What follows belongs to an exercise in optimizing a design on an open flow for a short achievable clock period and few clock cycles per item; a production flow would make more cautious choices.
Only simulation tests tie the RTL to the original design; equivalence was not proved.
Power and IR drop assume default switching activity.

==> design/flow/design.v <==
module flow_hash (
    input  wire         clk,
    input  wire         rst,
    input  wire [63:0]  hash_key0,
    input  wire [63:0]  hash_key1,
    input  wire [4:0]   bucket_bits,
    input  wire         in_valid,
    output wire         in_ready,
    input  wire         in_ipv6,
    input  wire         in_sym,
    input  wire [7:0]   in_proto,
    input  wire [15:0]  in_zone,
    input  wire [15:0]  in_sport,
    input  wire [15:0]  in_dport,
    input  wire [127:0] in_saddr,
    input  wire [127:0] in_daddr,
    output wire         out_valid,
    input  wire         out_ready,
    output wire [63:0]  out_hash,
    output wire [3:0]   out_shard,
    output wire [21:0]  out_bucket,
    output wire [15:0]  out_group,
    output wire         out_key_swap
);
    function [255:0] sh1(input [255:0] v);
        reg [63:0] v0, v1, v2, v3;
        begin
            {v3, v2, v1, v0} = v;
            v0 = v0 + v1; v1 = {v1[50:0], v1[63:51]} ^ v0; v0 = {v0[31:0], v0[63:32]};
            v2 = v2 + v3; v3 = {v3[47:0], v3[63:48]} ^ v2;
            sh1 = {v3, v2, v1, v0};
        end
    endfunction
    function [255:0] sh2(input [255:0] v);
        reg [63:0] v0, v1, v2, v3;
        begin
            {v3, v2, v1, v0} = v;
            v0 = v0 + v3; v3 = {v3[42:0], v3[63:43]} ^ v0;
            v2 = v2 + v1; v1 = {v1[46:0], v1[63:47]} ^ v2; v2 = {v2[31:0], v2[63:32]};
            sh2 = {v3, v2, v1, v0};
        end
    endfunction
    function [63:0] le64(input [63:0] d);
        le64 = {d[7:0], d[15:8], d[23:16], d[31:24],
                d[39:32], d[47:40], d[55:48], d[63:56]};
    endfunction
    localparam [63:0] LEN16 = {8'd16, 56'd0};
    localparam [63:0] LEN40 = {8'd40, 56'd0};
    reg  [5:1] q;
    reg         r6;
    reg         held;     
    wire done4 = q[3] & !r6;
    wire done6 = q[5] & r6;
    wire present  = done4 | done6;
    wire busy     = (|q) | held;
    assign out_valid = present | held;
    assign in_ready  = !busy | (out_valid & out_ready);
    wire accept   = in_valid && in_ready;
    always @(posedge clk) begin
        if (rst) begin
            q    <= 5'd0;
            held <= 1'b0;
        end else begin
            q    <= {q[4:1] & ~(4'd4 & {4{!r6}}), accept};
            held <= out_valid & !out_ready;
        end
    end
    wire [127:0] sa = in_ipv6 ? in_saddr : {96'd0, in_saddr[31:0]};
    wire [127:0] da = in_ipv6 ? in_daddr : {96'd0, in_daddr[31:0]};
    wire gt4  = {in_saddr[31:0], in_sport} > {in_daddr[31:0], in_dport};
    wire gt6  = {in_saddr, in_sport} > {in_daddr, in_dport};
    wire swap = in_sym && (in_ipv6 ? gt6 : gt4);
    wire [127:0] ka = swap ? da : sa;
    wire [127:0] kb = swap ? sa : da;
    wire [7:0]   kver = in_ipv6 ? 8'h06 : 8'h04;
    wire [63:0]  m0_n = le64({kver, in_proto, in_zone, in_sport, in_dport});
    wire [63:0]  m0_s = le64({kver, in_proto, in_zone, in_dport, in_sport});
    wire [63:0]  m0   = swap ? m0_s : m0_n;
    wire [63:0]  m1_4 = le64({ka[31:0], kb[31:0]});
    wire [63:0] i0 = hash_key0 ^ 64'h736f6d6570736575;
    wire [63:0] i1 = hash_key1 ^ 64'h646f72616e646f6d;
    wire [63:0] i2 = hash_key0 ^ 64'h6c7967656e657261;
    wire [63:0] i3 = hash_key1 ^ 64'h7465646279746573;
    wire [255:0] h0_n = sh1({i3 ^ m0_n, i2, i1, i0});
    wire [255:0] h0_s = sh1({i3 ^ m0_s, i2, i1, i0});
    reg [63:0] c0 [0:3];
    reg [255:0] w_in;
    always @(*) begin
        {c0[3], c0[2], c0[1], c0[0]} = swap ? h0_s : h0_n;
        {c0[3], c0[2], c0[1], c0[0]} = sh2({c0[3], c0[2], c0[1], c0[0]});
        {c0[3], c0[2], c0[1], c0[0]} = sh1({c0[3], c0[2], c0[1], c0[0]});
        {c0[3], c0[2], c0[1], c0[0]} = sh2({c0[3], c0[2], c0[1], c0[0]});
        w_in = {c0[3], c0[2], c0[1], c0[0]};
    end
    reg  [63:0] x3_4;
    reg  [63:0] x0_4;
    reg  [63:0] x3_8;
    reg  [63:0] x0_8;
    reg  [63:0] x3_12;
    reg  [63:0] x0_12;
    reg  [63:0] x2_12;
    reg  [63:0] x3_16;
    reg  [63:0] x0_16;
    reg  [63:0] x0_20;
    reg         key_swap;
    reg  [21:0] bmask;
    always @(posedge clk) begin
        if (accept) begin
            r6       <= in_ipv6;
            key_swap <= swap;
            bmask    <= (bucket_bits >= 5'd22) ? 22'h3fffff
                                               : ((22'd1 << bucket_bits) - 22'd1);
            x3_4 <= in_ipv6 ? le64(ka[127:64]) : m1_4;
            x0_4 <= in_ipv6 ? m0 : m0;
            x3_8 <= in_ipv6 ? le64(ka[63:0]) : LEN16;
            x0_8 <= in_ipv6 ? le64(ka[127:64]) : m1_4;
            x3_12 <= in_ipv6 ? le64(kb[127:64]) : 64'd0;
            x0_12 <= in_ipv6 ? le64(ka[63:0]) : LEN16;
            x2_12 <= in_ipv6 ? 64'd0 : 64'hff;
            x3_16 <= le64(kb[63:0]);
            x0_16 <= le64(kb[127:64]);
            x0_20 <= le64(kb[63:0]);
        end
    end
    reg [255:0] s1, s2, s3, s4, s5;
    always @(posedge clk) begin
        s1 <= w_in;
        s2 <= n2;
        s3 <= n3;
        s4 <= n4;
        s5 <= n5;
    end
    reg [63:0] c1 [0:3];
    reg [255:0] n2;
    always @(*) begin
        {c1[3], c1[2], c1[1], c1[0]} = s1;
        c1[3] = c1[3] ^ x3_4;
        c1[0] = c1[0] ^ x0_4;
        {c1[3], c1[2], c1[1], c1[0]} = sh1({c1[3], c1[2], c1[1], c1[0]});
        {c1[3], c1[2], c1[1], c1[0]} = sh2({c1[3], c1[2], c1[1], c1[0]});
        {c1[3], c1[2], c1[1], c1[0]} = sh1({c1[3], c1[2], c1[1], c1[0]});
        {c1[3], c1[2], c1[1], c1[0]} = sh2({c1[3], c1[2], c1[1], c1[0]});
        c1[3] = c1[3] ^ x3_8;
        c1[0] = c1[0] ^ x0_8;
        {c1[3], c1[2], c1[1], c1[0]} = sh1({c1[3], c1[2], c1[1], c1[0]});
        {c1[3], c1[2], c1[1], c1[0]} = sh2({c1[3], c1[2], c1[1], c1[0]});
        n2 = {c1[3], c1[2], c1[1], c1[0]};
    end
    reg [63:0] c2 [0:3];
    reg [255:0] n3;
    always @(*) begin
        {c2[3], c2[2], c2[1], c2[0]} = s2;
        {c2[3], c2[2], c2[1], c2[0]} = sh1({c2[3], c2[2], c2[1], c2[0]});
        {c2[3], c2[2], c2[1], c2[0]} = sh2({c2[3], c2[2], c2[1], c2[0]});
        c2[3] = c2[3] ^ x3_12;
        c2[0] = c2[0] ^ x0_12;
        c2[2] = c2[2] ^ x2_12;
        {c2[3], c2[2], c2[1], c2[0]} = sh1({c2[3], c2[2], c2[1], c2[0]});
        {c2[3], c2[2], c2[1], c2[0]} = sh2({c2[3], c2[2], c2[1], c2[0]});
        {c2[3], c2[2], c2[1], c2[0]} = sh1({c2[3], c2[2], c2[1], c2[0]});
        {c2[3], c2[2], c2[1], c2[0]} = sh2({c2[3], c2[2], c2[1], c2[0]});
        n3 = {c2[3], c2[2], c2[1], c2[0]};
    end
    reg [63:0] c3 [0:3];
    reg [255:0] n4;
    always @(*) begin
        {c3[3], c3[2], c3[1], c3[0]} = s3;
        c3[3] = c3[3] ^ x3_16;
        c3[0] = c3[0] ^ x0_16;
        {c3[3], c3[2], c3[1], c3[0]} = sh1({c3[3], c3[2], c3[1], c3[0]});
        {c3[3], c3[2], c3[1], c3[0]} = sh2({c3[3], c3[2], c3[1], c3[0]});
        {c3[3], c3[2], c3[1], c3[0]} = sh1({c3[3], c3[2], c3[1], c3[0]});
        {c3[3], c3[2], c3[1], c3[0]} = sh2({c3[3], c3[2], c3[1], c3[0]});
        c3[3] = c3[3] ^ LEN40;
        c3[0] = c3[0] ^ x0_20;
        {c3[3], c3[2], c3[1], c3[0]} = sh1({c3[3], c3[2], c3[1], c3[0]});
        {c3[3], c3[2], c3[1], c3[0]} = sh2({c3[3], c3[2], c3[1], c3[0]});
        n4 = {c3[3], c3[2], c3[1], c3[0]};
    end
    reg [63:0] c4 [0:3];
    reg [255:0] n5;
    always @(*) begin
        {c4[3], c4[2], c4[1], c4[0]} = s4;
        {c4[3], c4[2], c4[1], c4[0]} = sh1({c4[3], c4[2], c4[1], c4[0]});
        {c4[3], c4[2], c4[1], c4[0]} = sh2({c4[3], c4[2], c4[1], c4[0]});
        c4[0] = c4[0] ^ LEN40;
        c4[2] = c4[2] ^ 64'hff;
        {c4[3], c4[2], c4[1], c4[0]} = sh1({c4[3], c4[2], c4[1], c4[0]});
        {c4[3], c4[2], c4[1], c4[0]} = sh2({c4[3], c4[2], c4[1], c4[0]});
        {c4[3], c4[2], c4[1], c4[0]} = sh1({c4[3], c4[2], c4[1], c4[0]});
        {c4[3], c4[2], c4[1], c4[0]} = sh2({c4[3], c4[2], c4[1], c4[0]});
        n5 = {c4[3], c4[2], c4[1], c4[0]};
    end
    reg [63:0] e4 [0:3];
    reg [63:0] h4;
    always @(*) begin
        {e4[3], e4[2], e4[1], e4[0]} = s3;
        {e4[3], e4[2], e4[1], e4[0]} = sh1({e4[3], e4[2], e4[1], e4[0]});
        {e4[3], e4[2], e4[1], e4[0]} = sh2({e4[3], e4[2], e4[1], e4[0]});
        {e4[3], e4[2], e4[1], e4[0]} = sh1({e4[3], e4[2], e4[1], e4[0]});
        {e4[3], e4[2], e4[1], e4[0]} = sh2({e4[3], e4[2], e4[1], e4[0]});
        h4 = e4[0] ^ e4[1] ^ e4[2] ^ e4[3];
    end
    reg [63:0] e6 [0:3];
    reg [63:0] h6;
    always @(*) begin
        {e6[3], e6[2], e6[1], e6[0]} = s5;
        {e6[3], e6[2], e6[1], e6[0]} = sh1({e6[3], e6[2], e6[1], e6[0]});
        {e6[3], e6[2], e6[1], e6[0]} = sh2({e6[3], e6[2], e6[1], e6[0]});
        {e6[3], e6[2], e6[1], e6[0]} = sh1({e6[3], e6[2], e6[1], e6[0]});
        {e6[3], e6[2], e6[1], e6[0]} = sh2({e6[3], e6[2], e6[1], e6[0]});
        h6 = e6[0] ^ e6[1] ^ e6[2] ^ e6[3];
    end
    reg  [63:0] hold_h;
    wire [63:0] h = held ? hold_h : (r6 ? h6 : h4);
    always @(posedge clk) begin
        if (present)
            hold_h <= h;
    end
    assign out_hash     = h;
    assign out_shard    = h[63:60];
    assign out_bucket   = h[21:0] & bmask;
    assign out_group    = out_bucket[15:0];
    assign out_key_swap = key_swap;
endmodule
module sip_round (
    input  wire [63:0] v0_i,
    input  wire [63:0] v1_i,
    input  wire [63:0] v2_i,
    input  wire [63:0] v3_i,
    output wire [63:0] v0_o,
    output wire [63:0] v1_o,
    output wire [63:0] v2_o,
    output wire [63:0] v3_o
);
    wire [63:0] a0 = v0_i + v1_i;
    wire [63:0] a1 = {v1_i[50:0], v1_i[63:51]} ^ a0;       
    wire [63:0] a0r = {a0[31:0], a0[63:32]};                
    wire [63:0] a2 = v2_i + v3_i;
    wire [63:0] a3 = {v3_i[47:0], v3_i[63:48]} ^ a2;        
    wire [63:0] b0 = a0r + a3;
    wire [63:0] b3 = {a3[42:0], a3[63:43]} ^ b0;            
    wire [63:0] b2 = a2 + a1;
    wire [63:0] b1 = {a1[46:0], a1[63:47]} ^ b2;            
    assign v0_o = b0;
    assign v1_o = b1;
    assign v2_o = {b2[31:0], b2[63:32]};                   
    assign v3_o = b3;
endmodule
module byte_rev64 (
    input  wire [63:0] d,
    output wire [63:0] q
);
    assign q = {d[7:0], d[15:8], d[23:16], d[31:24],
                d[39:32], d[47:40], d[55:48], d[63:56]};
endmodule
==> design/flow/flow/run.sh <==
#!/bin/bash
# Own layout flow: the standard layout (standard.sh), except that Yosys's
# ABC technology mapping uses a delay-oriented script (strash; dch; map) in
# place of ORFS's abc_speed.script, whose &nf area recovery turns the 64-bit
# adders into long ripple chains. Everything else (synthesis passes, register
# names, floorplan, power grid, placement, CTS, routing) is the standard flow.
set -euo pipefail
work="$PWD"
rm -rf "$work/scripts_abc"
cp -r "$FLOW_HOME/scripts" "$work/scripts_abc"
cp "$work/flow/abc_fast.script" "$work/scripts_abc/abc_speed.script"
# synthesis with the modified ABC script, then the rest of the standard flow
bash standard.sh SCRIPTS_DIR="$work/scripts_abc" synth > "$work/synth_make.log" 2>&1
bash standard.sh finish > "$work/layout_make.log" 2>&1
==> design/flow/flow/abc_fast.script <==
strash
dch
map
topo
buffer -c
upsize -c
dnsize -c
==> design/flow/standard.sh <==
#!/bin/bash
# synth_recipe.tcl (not shown) runs the flow's synth.tcl, then flattens the netlist and writes it again
# the make line also repeats each setting of config.mk as NAME=value (left out here)
make -C /OpenROAD-flow-scripts/flow DESIGN_CONFIG=/design/flow/config.mk WORK_HOME=/design/flow/orfs CLKGATE_MAP_FILE= SYNTH_SCRIPT=/design/flow/synth_recipe.tcl "${@:-finish}"
==> design/flow/config.mk <==
export PLATFORM = sky130hd
export DESIGN_NAME = flow_hash
export DESIGN_NICKNAME = flow_hash
export VERILOG_FILES = /design/flow/design.v
export SDC_FILE = /design/flow/constraint.sdc
export NUM_CORES = 4
export LEC_CHECK = 0
export CAP_MARGIN = 0
export CORE_MARGIN = 2
export CORE_UTILIZATION = 38
export SETUP_SLACK_MARGIN = 5
export SLEW_MARGIN = 0
==> design/flow/constraint.sdc <==
create_clock -name core_clock -period 15.0 [get_ports {clk}]
set_input_delay 3.0000 -clock core_clock [delete_from_list [all_inputs] [get_ports {clk}]]
set_output_delay 3.0000 -clock core_clock [all_outputs]
set_load 0.01 [all_outputs]
==> results.txt <==
-- stage by stage --
step | setup TNS, ns | util (%) | setup WS [ns] | total power [uW] | area, um^2
floorplan | 0 | - | 1.48 | 4170000 | 383000
global placement | -1129.24 | 64.7 | -3.10 | 10300000 | 649000
detailed placement | -1178.23 | 64.7 | -3.07 | 10400000 | 650000
CTS | -198.19 | 66.8 | -0.631 | 10800000 | 671000
-- power groups by stage --
stage	Combinational [uW]	Clock [uW]	Sequential, uW
2_1_floorplan	4120000	0	50900
3_3_place_gp	10300000	0	39900
4_1_cts	10800000	6520	39900
3_5_place_dp	10300000	0	39600
-- cells by family after synthesis --
logic type,share of synthesized area [%]
simple gates,27.8
compound gates,21.0
buf+inv,10.0
xor+xnor,15.3
fa+ha+maj,15.5
flops,10.4
mux,0.0419
-- worst max-delay path by stage --
stage,start,to,cells after the start
floorplan,x0_4[1]$_DFFE_PP_,s2[247]$_DFF_P_,94
global placement,s3[64]$_DFF_P_,out_hash[20],67
detailed placement,s3[64]$_DFF_P_,out_hash[20],67
CTS,s3[66]$_DFF_P_,out_hash[29],76
-- metal layers --
metal,track usage [%],overflow
met1,79.4,6
met2,86.3,64
met4,67.6,70
met5,41.5,1
met3,66.6,22
-- timing repair --
action | 4_1_cts
endpoints found under the hold margin | 0
endpoints found under the setup margin | 1450
resized for setup | 2427
setup buffers | 239
hold buffers | 0
pin swaps | 536
==> metrics.md <==
| Metric | Value |
|---|---|
| Clk root buf | `clkbuf_16` |
| Post-synthesis async set-or-reset flop share | `0%` |
| Cell Rows | `368` |
| Exit stage | `global routing` |
| Seq/Total Area, Yosys | `10.4%` |
| GRT Total Usage | `76.0%` |
| Initial core utilization | `38.1%` |
| First-pass GRT wire length | `5340 mm` |
| Most frequent cell after synthesis | `nand2_1` |
| Top_reg_cell synth | `dfxtp_1` |
| Post-synth EDFFs | `465` |
| Largest net degree at the start of global routing | `171` |
| Status | `aborted with a tool error` |
| Congestion Overflow GR | `163` |
| H-tree depth | `4` |
| Largest cells by area after synthesis | `ha_1, xor2_1, nand2_1` |
| Die W | `1.01 mm` |
| Maximum root-to-sink buffer count | `5` |
| Syn Area/Cell | `6.18 um^2` |
| Cell Area, Synth | `383000 um^2` |
| Cell taking the most area after synthesis | `ha_1` |
| Yosys Warn Count | `8` |
| Synth Register Bits | `1751` |
| Boundary pin count | `560` |
| Vias in the first global route | `606000` |
| Yosys top cell area share | `15.1%` |
| TritonCTS buffer count | `239` |
| Routability Congestion | `1.45` |
| Post-synth top cells | `nand2_1, inv_1, nor2_1` |
| Net Count, Synth | `67100` |
| Die Y | `1.01 mm` |
| Post-Syn Instances | `61900` |
| Dpl hpwl | `3220 mm` |
| Placed Cells incl. Taps | `106000` |
| First Error | `[ERROR GRT-0116] Global routing finished with congestion. Check the congestion regions in the DRC Viewer.` |
| Netlist cell types | `123` |
| Total clock sinks | `1751` |
| I/O Buffers | `559` |
Testbench counts, summed over its fixed seeds: cycles 11,472, items 3,200.
